This design comes from an exercise in tuning for small area, a short achievable clock period and few clock cycles per item on the open sky130 flow, not from production work.
At most, simulation tests tie the RTL to the original design; equivalence was not proved.
Power figures rest on the tool's default switching activity, not on a simulated workload.

==> flow/design.v <==
module fpdivsqrt (
    input  wire        clk,
    input  wire        rst,      
    input  wire        start,    
    input  wire        op,       
    input  wire [31:0] a,
    input  wire [31:0] b,
    output wire        ready,
    output reg         done,
    output reg  [31:0] result,
    output reg  [4:0]  flags
);
    localparam integer FR = 24;          
    localparam integer W  = FR + 3;      
    localparam [31:0] QNAN = 32'h7FC0_0000;
    wire        sa = a[31];
    wire        sb = b[31];
    wire [7:0]  ea = a[30:23];
    wire [7:0]  eb = b[30:23];
    wire [22:0] fa = a[22:0];
    wire [22:0] fb = b[22:0];
    wire a_zero = (ea == 8'd0);
    wire b_zero = (eb == 8'd0);
    wire a_max  = (ea == 8'hFF);
    wire b_max  = (eb == 8'hFF);
    wire a_fz   = (fa == 23'd0);
    wire b_fz   = (fb == 23'd0);
    wire a_inf  = a_max & a_fz;
    wire b_inf  = b_max & b_fz;
    wire a_nan  = a_max & ~a_fz;
    wire b_nan  = b_max & ~b_fz;
    wire a_snan = a_nan & ~fa[22];
    wire b_snan = b_nan & ~fb[22];
    reg  sp, sp_nan, sp_inf, sp_nv, sp_dz;
    always @(*) begin
        sp = 1'b1; sp_nan = 1'b0; sp_inf = 1'b0; sp_nv = 1'b0; sp_dz = 1'b0;
        if (!op) begin
            if (a_nan | b_nan) begin
                sp_nan = 1'b1; sp_nv = a_snan | b_snan;
            end else if (a_inf & b_inf) begin
                sp_nan = 1'b1; sp_nv = 1'b1;
            end else if (a_inf) begin
                sp_inf = 1'b1;
            end else if (b_inf) begin
            end else if (b_zero & a_zero) begin
                sp_nan = 1'b1; sp_nv = 1'b1;
            end else if (b_zero) begin
                sp_inf = 1'b1; sp_dz = 1'b1;
            end else if (a_zero) begin
            end else begin
                sp = 1'b0;
            end
        end else begin
            if (a_nan) begin
                sp_nan = 1'b1; sp_nv = a_snan;
            end else if (a_zero) begin
            end else if (sa) begin
                sp_nan = 1'b1; sp_nv = 1'b1;
            end else if (a_inf) begin
                sp_inf = 1'b1;
            end else begin
                sp = 1'b0;
            end
        end
    end
    wire [9:0]  div_exp = {2'b00, ea} + {2'b11, ~eb} + 10'd127;   
    wire [8:0]  sq_sum  = {1'b0, ea} + 9'd125;
    wire [9:0]  sq_exp  = {2'b00, sq_sum[8:1]};                   
    wire [24:0] sq_m1  = ea[0] ? {2'b00, fa} : {fa[22], ~fa[22], fa[21:0], 1'b0};
    wire [W-1:0] w_init = op ? {sq_m1, 2'b00} : {3'b001, fa, 1'b0};
    reg          busy;       
    reg          fin;        
    reg  [12:0]  md;         
    reg  [11:0]  ms;         
    reg          sign_q;
    reg  [9:0]   exp_q;      
    reg  [W-1:0] w;          
    reg  [W-1:0] pn;         
    reg  [25:0]  s;          
    reg          spq, spq_nan, spq_inf, spq_nv, spq_dz;
    assign ready = ~busy;
    wire   last  = md[12] | ms[11];
    reg [W-1:0] b1, b2;      
    reg [25:0]  k1, k2;      
    integer i;
    always @(*) begin
        b1 = {W{1'b0}};
        b2 = {W{1'b0}};
        k1 = 26'd0;
        k2 = 26'd0;
        for (i = 0; i < 12; i = i + 1) begin
            b1[FR-1-2*i] = ms[i];
            b2[FR-2-2*i] = ms[i];
            k1[24-2*i] = ms[i];
            k2[23-2*i] = ms[i];
        end
        for (i = 0; i < 13; i = i + 1) begin
            k1[25-2*i] = k1[25-2*i] | md[i];
            k2[24-2*i] = k2[24-2*i] | md[i];
        end
    end
    wire [W-1:0] f1n  = pn & ~b1;
    wire [W-1:0] f2bn = pn & ~b2;
    wire [W-1:0] f2an = pn & ~(b1 << 1) & ~b2;
    wire [W+2:0] a2n  = {2'b11, pn, 1'b1} & ~{2'b00, b1, 1'b0};
    wire [W+2:0] cx = {2'b00, w, 1'b1};
    wire [W+2:0] cy = a2n;
    wire [W+2:0] cz = {3'b111, f2an};
    wire [W+2:0] cs = cx ^ cy ^ cz;
    wire [W+2:0] cc = (cx & cy) | (cx & cz) | (cy & cz);
    wire [W:0]   t1;
    wire [W+1:0] t2b;
    wire [W+2:0] t2a;
    pfx_add #(W+1) u_t1  (.a({1'b0, w}), .b({1'b1, f1n}), .ci(1'b1), .s(t1));
    pfx_add #(W+2) u_t2b (.a({1'b0, w, 1'b0}), .b({2'b11, f2bn}), .ci(1'b1), .s(t2b));
    pfx_add #(W+3) u_t2a (.a(cs), .b({cc[W+1:0], 1'b1}), .ci(1'b0), .s(t2a));
    wire d1 = ~t1[W];
    wire d2 = d1 ? ~t2a[W+2] : ~t2b[W+1];
    reg [W-1:0] wn;
    always @(*) begin
        case ({d1, d2})
            2'b11:   wn = {t2a[W-2:0], 1'b0};
            2'b10:   wn = {t1[W-3:0], 2'b00};
            2'b01:   wn = {t2b[W-2:0], 1'b0};
            default: wn = {w[W-3:0], 2'b00};
        endcase
    end
    wire [25:0] sn = s | (d1 ? k1 : 26'd0) | (d2 ? k2 : 26'd0);
    wire        hi      = s[25];
    wire [22:0] frac    = hi ? s[24:2] : s[23:1];
    wire        rbit    = hi ? s[1] : s[0];
    wire        sticky  = (hi & s[0]) | (w != {W{1'b0}});
    wire        rinc    = rbit & (sticky | frac[0]);
    wire        inexact = rbit | sticky;
    wire [30:0] xin = {exp_q[7:0], frac};
    reg  [30:0] pa, pb;      
    integer d, n;
    always @(*) begin
        pa = {xin[29:0], 1'b1};
        for (d = 1; d < 31; d = d * 2) begin
            pb = pa;
            for (n = d; n < 31; n = n + 1)
                pb[n] = pa[n] & pa[n-d];
            pa = pb;
        end
    end
    wire [30:0] inc = xin ^ (pa & {31{rinc}});
    wire uf      = exp_q[9] | (exp_q == 10'd0);
    wire of_big  = ~exp_q[9] & (exp_q[8] | (exp_q[7:0] == 8'hFF));
    wire of_rnd  = (exp_q == 10'd254) & rinc & (&frac);
    reg [31:0] rnd_res;
    reg [4:0]  rnd_flg;
    always @(*) begin
        if (spq) begin
            rnd_res = spq_nan ? QNAN : {sign_q, spq_inf ? 8'hFF : 8'h00, 23'd0};
            rnd_flg = {3'b000, spq_dz, spq_nv};
        end else if (uf) begin
            rnd_res = {sign_q, 31'd0};
            rnd_flg = 5'b11000;
        end else if (of_big) begin
            rnd_res = {sign_q, 8'hFF, 23'd0};
            rnd_flg = 5'b10100;
        end else begin
            rnd_res = {sign_q, inc};
            rnd_flg = {inexact, 1'b0, of_rnd, 2'b00};
        end
    end
    always @(posedge clk) begin
        if (rst) begin
            busy <= 1'b0;
            fin  <= 1'b0;
            done <= 1'b0;
        end else begin
            done <= fin;
            if (!busy) begin
                busy <= start & ~sp;
                fin  <= start & sp;
            end else begin
                busy <= ~last;
                fin  <= last;
            end
        end
        result <= rnd_res;
        flags  <= rnd_flg;
        if (!busy) begin
            md      <= {12'd0, ~op};
            ms      <= {11'd0, op};
            sign_q  <= op ? sa : (sa ^ sb);
            exp_q   <= op ? {1'b0, sq_exp} : div_exp;
            w       <= w_init;
            pn      <= op ? ~{2'b01, 25'd0} : ~{3'b001, fb, 1'b0};
            s       <= op ? {1'b1, 25'd0} : 26'd0;
            spq     <= sp;
            spq_nan <= sp_nan;
            spq_inf <= sp_inf;
            spq_nv  <= sp_nv;
            spq_dz  <= sp_dz;
        end else begin
            md <= md << 1;
            ms <= ms << 1;
            w  <= wn;
            s  <= sn;
            if (ms != 12'd0) pn <= ~{1'b0, sn};
            if (md[1] | ms[1]) exp_q <= exp_q + {9'd0, s[25]};
        end
    end
endmodule
module pfx_add #(
    parameter integer N = 8
) (
    input  wire [N-1:0] a,
    input  wire [N-1:0] b,
    input  wire         ci,
    output wire [N-1:0] s
);
    reg [N-1:0] g, p, gn, pn;
    integer d, i;
    always @(*) begin
        g = a & b;
        p = a ^ b;
        for (d = 1; d < N; d = d * 2) begin
            gn = g;
            pn = p;
            for (i = d; i < N; i = i + 1) begin
                if ((i / d) % 2 == 1) begin
                    gn[i] = g[i] | (p[i] & g[(i / d) * d - 1]);
                    pn[i] = p[i] & p[(i / d) * d - 1];
                end
            end
            g = gn;
            p = pn;
        end
    end
    wire [N-1:0] c = {g[N-2:0] | (p[N-2:0] & {(N-1){ci}}), ci};
    assign s = a ^ b ^ c;
endmodule
make LEC_CHECK=0 ABC_CLOCK_PERIOD_IN_PS=2500 CAP_MARGIN=20 CORE_MARGIN=2 CORE_UTILIZATION=40 SETUP_SLACK_MARGIN=1.5 SLEW_MARGIN=20 finish   # period 5.0 ns
run.sh (not shown) runs the stock make flow with config.mk's settings and CLKGATE_MAP_FILE= SYNTH_SCRIPT=/design/flow/synth_recipe.tcl, a recipe that flattens the netlist after the stock synthesis.
Testbench counts at the start, summed over its fixed seeds: cycles 162,076, ops 12,000.
Rerun with:
--- a/flow/design.v
+++ b/flow/design.v
@@ -5,9 +5,9 @@
     input  wire        op,       
     input  wire [31:0] a,
     input  wire [31:0] b,
     output wire        ready,
-    output reg         done,
+    output wire        done,
     output reg  [31:0] result,
     output reg  [4:0]  flags
 );
     localparam integer FR = 24;          
@@ -147,42 +147,37 @@
     wire [30:0] inc = xin ^ (pa & {31{rinc}});
     wire uf      = exp_q[9] | (exp_q == 10'd0);
     wire of_big  = ~exp_q[9] & (exp_q[8] | (exp_q[7:0] == 8'hFF));
     wire of_rnd  = (exp_q == 10'd254) & rinc & (&frac);
-    reg [31:0] rnd_res;
-    reg [4:0]  rnd_flg;
+    assign done = fin;
     always @(*) begin
         if (spq) begin
-            rnd_res = spq_nan ? QNAN : {sign_q, spq_inf ? 8'hFF : 8'h00, 23'd0};
-            rnd_flg = {3'b000, spq_dz, spq_nv};
+            result = spq_nan ? QNAN : {sign_q, spq_inf ? 8'hFF : 8'h00, 23'd0};
+            flags  = {3'b000, spq_dz, spq_nv};
         end else if (uf) begin
-            rnd_res = {sign_q, 31'd0};
-            rnd_flg = 5'b11000;
+            result = {sign_q, 31'd0};
+            flags  = 5'b11000;
         end else if (of_big) begin
-            rnd_res = {sign_q, 8'hFF, 23'd0};
-            rnd_flg = 5'b10100;
-        end else begin
-            rnd_res = {sign_q, inc};
-            rnd_flg = {inexact, 1'b0, of_rnd, 2'b00};
+            result = {sign_q, 8'hFF, 23'd0};
+            flags  = 5'b10100;
+        end else begin
+            result = {sign_q, inc};
+            flags  = {inexact, 1'b0, of_rnd, 2'b00};
         end
     end
     always @(posedge clk) begin
         if (rst) begin
             busy <= 1'b0;
             fin  <= 1'b0;
-            done <= 1'b0;
-        end else begin
-            done <= fin;
+        end else begin
             if (!busy) begin
                 busy <= start & ~sp;
                 fin  <= start & sp;
             end else begin
                 busy <= ~last;
                 fin  <= last;
             end
         end
-        result <= rnd_res;
-        flags  <= rnd_flg;
         if (!busy) begin
             md      <= {12'd0, ~op};
             ms      <= {11'd0, op};
             sign_q  <= op ? sa : (sa ^ sb);
The changed run ran to the end with no violations.
Setup slack got worse by 0.36 ns.
Wire length goes up by 11%.
Final area goes up by 3.4%.
Worst hold slack improved by 0.078 ns.
Register-to-register slack got worse by 0.20 ns.
Clock skew goes down by 0.011 ns.
Cell count goes up by 2.9%.
Power goes up by 18%.
No functional check of the RTL was part of the second run of this note.

[re-timing with driven ports]
Ports are ideal in the flow. The routed layouts listed here were re-timed in OpenROAD. Step 1 assumes that a clkbuf_16 drives the clock port and a buf_2 every other input. Step 2 times the ports against the registers' clock, not the clock port: input delays grow and output delays shrink by t, the midpoint of the rising clock arrivals with the driver on. Three values: ideal ports, drivers, drivers and shift; two values: the first two.
run | shift t [ns] | setup WS [ns] | hold slack, ns | worst setup path after step 2 | pins driven straight from the clock port
the first run | 0.482 | 1.337 / 1.337 / 1.263 | 0.451 / 0.451 / 0.451 | input to register | 1
the second run | 0.484 | 0.977 / 0.930 / 1.139 | 0.529 / 0.529 / 0.529 | register to register | 1
After both steps setup and hold are still met in every run listed. For the first run, which loses most, drivers alone change the setup slack by 0.000 ns; drivers and shift together by -0.074 ns.
